This design comes from an exercise in tuning for small area on the open sky130 flow, not from production work.
At most, simulation tests tie the RTL to the original design; equivalence was not proved.
Power and IR drop assume default switching activity.

Design podlink_rx, start of the top module:
module podlink_rx (
    input  wire         clk,
    input  wire         rst,             
    input  wire         cfg_dir,         
    input  wire         cfg_side,        
    input  wire         bit_en,          
    input  wire         bit_in,          
    output reg  [1:0]   rx_state,        
    output reg          frame_valid,     
    output wire [11:0]  frame_seq,
    output wire [47:0]  frame_hdr,
    output wire [47:0]  frame_mid,
    output wire [127:0] frame_payload,
    output reg  [31:0]  bad_frames,
    output reg  [15:0]  degraded_count,
    output reg  [15:0]  hunt_count
);
Settings: LEC_CHECK=0, CAP_MARGIN=20, CORE_MARGIN=2, CORE_UTILIZATION=40, PLACE_DENSITY=0.6, SLEW_MARGIN=20; clock period 8.0 ns.
standard.sh (not shown) runs the stock make flow with config.mk's settings and CLKGATE_MAP_FILE= SYNTH_SCRIPT=/design/flow/synth_recipe.tcl, a recipe that flattens the netlist after the stock synthesis.
==> flow/flow/run.sh <==
#!/bin/bash
# The standard ORFS layout (the standard.sh) with two changes:
#  - port buffers are buf_1 rather than the resizer's default pick
#  - clock tree built from clkbuf_4 with small sink clusters, no dummy loads
# ORFS writes each step's full log under orfs/logs/; make's own output goes
# to flow_make.log in this folder.
set -euo pipefail
export BUFFER_PORTS_ARGS="-buffer_cell sky130_fd_sc_hd__buf_1"
export CTS_ARGS="-sink_clustering_enable -repair_clock_nets -dont_use_dummy_load -buf_list sky130_fd_sc_hd__clkbuf_4 -sink_clustering_size 8 -sink_clustering_max_diameter 200"
bash standard.sh finish > flow_make.log 2>&1
Change:
==> flow/flow/run.sh (replaced) <==
#!/bin/bash
# The standard ORFS layout (the standard.sh) with two changes:
#  - port buffers are buf_1 rather than the resizer's default pick
#  - clock tree built from clkbuf_8 with small sink clusters, no dummy loads
# ORFS writes each step's full log under orfs/logs/; make's own output goes
# to flow_make.log in this folder.
set -euo pipefail
export BUFFER_PORTS_ARGS="-buffer_cell sky130_fd_sc_hd__buf_1"
export CTS_ARGS="-sink_clustering_enable -repair_clock_nets -dont_use_dummy_load -buf_list sky130_fd_sc_hd__clkbuf_8 -sink_clustering_size 14 -sink_clustering_max_diameter 200"
bash standard.sh finish > flow_make.log 2>&1
Via count goes down by 1.8%.
Worst hold slack gets better by 0.013 ns.
Sequential power barely changes.
Area after synthesis does not change.
First-iteration DRC count goes down by 7.3%.
Power goes up by 0.35%.
Global-route usage goes down by 0.36 points.
Clock power goes up by about 1%.
Synthesized cell count does not change.
Setup slack gets better by 0.0097 ns.
No functional check of the RTL was part of any run of this note.

========
podlink_rx, a different RTL version from the one above (not shown whole).
Size in the first run: roughly 12000 µm² of cells after synthesis.
// podlink_rx
module podlink_rx (
    input  wire         clk,
    input  wire         rst,             
    input  wire         cfg_dir,         
    input  wire         cfg_side,        
    input  wire         bit_en,          
    input  wire         bit_in,          
    output reg  [1:0]   rx_state,        
    output reg          frame_valid,     
    output wire [11:0]  frame_seq,
    output wire [47:0]  frame_hdr,
    output wire [47:0]  frame_mid,
    output wire [127:0] frame_payload,
    output reg  [31:0]  bad_frames,
    output reg  [15:0]  degraded_count,
    output reg  [15:0]  hunt_count
);
==> flow/config.mk <==
export PLATFORM = sky130hd
export DESIGN_NAME = podlink_rx
export DESIGN_NICKNAME = podlink_rx
export VERILOG_FILES = /design/flow/design.v
export SDC_FILE = /design/flow/constraint.sdc
export NUM_CORES = 4
export LEC_CHECK = 0
export CAP_MARGIN = 20
export CORE_MARGIN = 2
export CORE_UTILIZATION = 40
export PLACE_DENSITY = 0.6
export SLEW_MARGIN = 20
==> flow/constraint.sdc <==
create_clock -name core_clock -period 8.0 [get_ports {clk}]
set_input_delay 1.6000 -clock core_clock [delete_from_list [all_inputs] [get_ports {clk}]]
set_output_delay 1.6000 -clock core_clock [all_outputs]
set_load 0.01 [all_outputs]
==> flow/flow/run.sh <==
#!/bin/bash
# The standard ORFS layout (the standard.sh) with two changes:
#  - port buffers are buf_1 rather than the resizer's default pick
#  - clock tree built from clkbuf_16 with larger sink clusters, no dummy loads
# ORFS writes each step's full log under orfs/logs/; make's own output goes
# to flow_make.log in this folder.
set -euo pipefail
export BUFFER_PORTS_ARGS="-buffer_cell sky130_fd_sc_hd__buf_1"
export CTS_ARGS="-sink_clustering_enable -repair_clock_nets -dont_use_dummy_load -buf_list sky130_fd_sc_hd__clkbuf_16 -sink_clustering_size 20 -sink_clustering_max_diameter 60"
bash standard.sh finish > flow_make.log 2>&1
The baseline went through all stages and came out clean.
Next try:
--- a/flow/flow/run.sh
+++ b/flow/flow/run.sh
@@ -4 +4 @@
-#  - clock tree built from clkbuf_16 with larger sink clusters, no dummy loads
+#  - clock tree built from clkbuf_8 with small sink clusters, no dummy loads
@@ -9 +9 @@
-export CTS_ARGS="-sink_clustering_enable -repair_clock_nets -dont_use_dummy_load -buf_list sky130_fd_sc_hd__clkbuf_16 -sink_clustering_size 20 -sink_clustering_max_diameter 60"
+export CTS_ARGS="-sink_clustering_enable -repair_clock_nets -dont_use_dummy_load -buf_list sky130_fd_sc_hd__clkbuf_8 -sink_clustering_size 14 -sink_clustering_max_diameter 200"
Effect: Combinational power hardly moves; cell count stays flat; count of clock-buffer cells in the layout goes down by 2; global-route usage stays flat; flip-flop and latch count stays the same; via count came out lower by 1.0%; design area falls by 2.5%; critical path depth is unchanged.
Next try:
--- a/flow/flow/run.sh
+++ b/flow/flow/run.sh
@@ -9 +9 @@
-export CTS_ARGS="-sink_clustering_enable -repair_clock_nets -dont_use_dummy_load -buf_list sky130_fd_sc_hd__clkbuf_8 -sink_clustering_size 14 -sink_clustering_max_diameter 200"
+export CTS_ARGS="-sink_clustering_enable -repair_clock_nets -dont_use_dummy_load -buf_list sky130_fd_sc_hd__clkbuf_8 -sink_clustering_size 12 -sink_clustering_max_diameter 50"
After rerunning: The changed run passed the timing, design-rule and antenna checks. Core utilization is higher by 0.54 points. Design area is higher by 1.2%. Synthesized cell count is unchanged. Global-route usage is higher by 0.20 points.

========
podlink_rx, a different RTL version from the one above (not shown whole).
Size: roughly 340 flip-flops, about 310 I/O pins.
export LEC_CHECK = 0
export CAP_MARGIN = 20
export CORE_MARGIN = 2
export CORE_UTILIZATION = 65
export PLACE_DENSITY = 0.8
export SLEW_MARGIN = 20
create_clock -name core_clock -period 8.0 [get_ports {clk}]
==> flow/flow/run.sh <==
#!/bin/bash
# The standard ORFS layout (the standard.sh) with two changes:
#  - port buffers are buf_1 rather than the resizer's default pick
#  - clock tree built from clkbuf_8 with small sink clusters, no dummy loads
# ORFS writes each step's full log under orfs/logs/; make's own output goes
# to flow_make.log in this folder.
set -euo pipefail
export BUFFER_PORTS_ARGS="-buffer_cell sky130_fd_sc_hd__buf_1"
export CTS_ARGS="-sink_clustering_enable -repair_clock_nets -dont_use_dummy_load -buf_list sky130_fd_sc_hd__clkbuf_8 -sink_clustering_size 14 -sink_clustering_max_diameter 200"
bash standard.sh finish > flow_make.log 2>&1
The starting point produced a clean layout.
Rerun with:
Settings changed: CORE_UTILIZATION 65 to 40, PLACE_DENSITY 0.8 to 0.6.
=> Area after synthesis does not change; design area went up by 1.5%; clock power went up by 3.6%; combinational power stays flat; worst hold slack improves by 0.013 ns; power went up by 0.96%; die area went up by 61%; fmax went up by 0.58%; clock skew went up by 0.019 ns.
Rerun with:
--- a/flow/flow/run.sh
+++ b/flow/flow/run.sh
@@ -7,4 +7,4 @@
 set -euo pipefail
 export BUFFER_PORTS_ARGS="-buffer_cell sky130_fd_sc_hd__buf_1"
-export CTS_ARGS="-sink_clustering_enable -repair_clock_nets -dont_use_dummy_load -buf_list sky130_fd_sc_hd__clkbuf_8 -sink_clustering_size 14 -sink_clustering_max_diameter 200"
+export CTS_ARGS="-sink_clustering_enable -repair_clock_nets -dont_use_dummy_load -buf_list sky130_fd_sc_hd__clkbuf_8 -sink_clustering_size 18 -sink_clustering_max_diameter 200"
 bash standard.sh finish > flow_make.log 2>&1
Settings changed: CORE_UTILIZATION 40 to 65, PLACE_DENSITY 0.6 to 0.8.
The new run finished with timing, DRC and antenna clean.
Utilization rose by 29 points.
Cell area falls by 2.0%.
Setup slack gets worse by 0.039 ns.
Routed wire length goes down by about 4%.
Register-to-register slack got worse by 0.04 ns.
Sequential cell count does not change.
Area after synthesis is unchanged.
Non-clock buffer count increases by 1.
Global-route usage rose by 8.4 points.
First-iteration DRC count rises by 37%.

========
the reference run:
Starting RTL as in the previous note.
clock: 8.0 ns
lec_check: 0
cap_margin: 20
core_margin: 2
core_utilization: 80
place_density: 0.9
slew_margin: 20
==> flow/flow/run.sh <==
#!/bin/bash
# The standard ORFS layout (the standard.sh) with two changes:
#  - port buffers are buf_1 rather than the resizer's default pick
#  - clock tree built from clkbuf_4 with small sink clusters, no dummy loads
# ORFS writes each step's full log under orfs/logs/; make's own output goes
# to flow_make.log in this folder.
set -euo pipefail
export BUFFER_PORTS_ARGS="-buffer_cell sky130_fd_sc_hd__buf_1"
export CTS_ARGS="-sink_clustering_enable -repair_clock_nets -dont_use_dummy_load -buf_list sky130_fd_sc_hd__clkbuf_4 -sink_clustering_size 10 -sink_clustering_max_diameter 200"
bash standard.sh finish > flow_make.log 2>&1
The reference run: done, clean on timing, DRC and antenna
Modified inputs, the trial run compared to the reference run
- a change of PLACE_DENSITY from 0.9 to 0.8
- a change of CORE_UTILIZATION from 80 to 65
[summary]
Summary of the trial run over the reference run: layout buffer count excluding clock buffers saw an increase, wire length after detailed routing now smaller, combinational cell fraction of total power shrank by 0.2 points, proportion of power drawn by flip-flops and latches moved up, worst-case setup margin in the final layout rose by 0.53 ns. Of the trial run and the reference run, the lower layout overhead on the synthesized area belongs to the reference run. Looking at worst hold slack, the trial run sits 0.016 ns lower than the reference run does.

## static timing again, ports no longer ideal
The flow's constraints put no driver on any port. The routed layouts listed below were extracted and timed again, unchanged, in two steps. Step 1 (the two cells are an assumption about what drives the block):
set clk [get_ports {clk}]
set_driving_cell -lib_cell sky130_fd_sc_hd__clkbuf_16 $clk
set_driving_cell -lib_cell sky130_fd_sc_hd__buf_2 [delete_from_list [all_inputs] $clk]
Step 2 adds t to the input delays and takes it off the output delays; t is the mean of the earliest and latest rising clock arrival at the registers after step 1. Input paths then give back, and output paths get back, about the clock's delay inside the block. a / b / c = ideal ports / drivers / drivers and shift; a / b = the first two.
run	t, ns	setup slack, ns	worst hold slack (ns)	latest minus earliest clock arrival (ns)	pins driven straight from the clock port
the first run of note 1	0.682	1.700 / 1.700 / 1.610	0.437 / 0.437 / 0.437	0.045 / 0.045	1
the second run of note 1	0.598	1.709 / 1.709 / 1.617	0.451 / 0.451 / 0.451	0.050 / 0.050	1
the first run of note 2	0.581	1.633 / 1.633 / 1.485	0.405 / 0.405 / 0.405	0.055 / 0.055	1
the second run of note 2	0.602	1.613 / 1.613 / 1.524	0.396 / 0.396 / 0.396	0.109 / 0.108	1
the third run of note 2	0.558	1.651 / 1.651 / 1.516	0.413 / 0.413 / 0.413	0.072 / 0.072	1
the first run of note 3	0.575	1.584 / 1.584 / 1.488	0.433 / 0.433 / 0.433	0.040 / 0.040	1
the second run of note 3	0.587	1.621 / 1.621 / 1.474	0.445 / 0.445 / 0.445	0.058 / 0.058	1
the third run of note 3	0.561	1.583 / 1.583 / 1.487	0.443 / 0.443 / 0.443	0.033 / 0.033	1
the reference run	0.673	1.017 / 1.017 / 1.017	0.462 / 0.462 / 0.462	0.057 / 0.057	1
the trial run	0.635	1.543 / 1.543 / 1.476	0.446 / 0.446 / 0.446	0.037 / 0.037	1
After both steps every run listed still meets setup and hold. The setup slack of the first run of note 2, which loses most, moves by 0.000 ns with the drivers and by -0.148 ns with both steps.
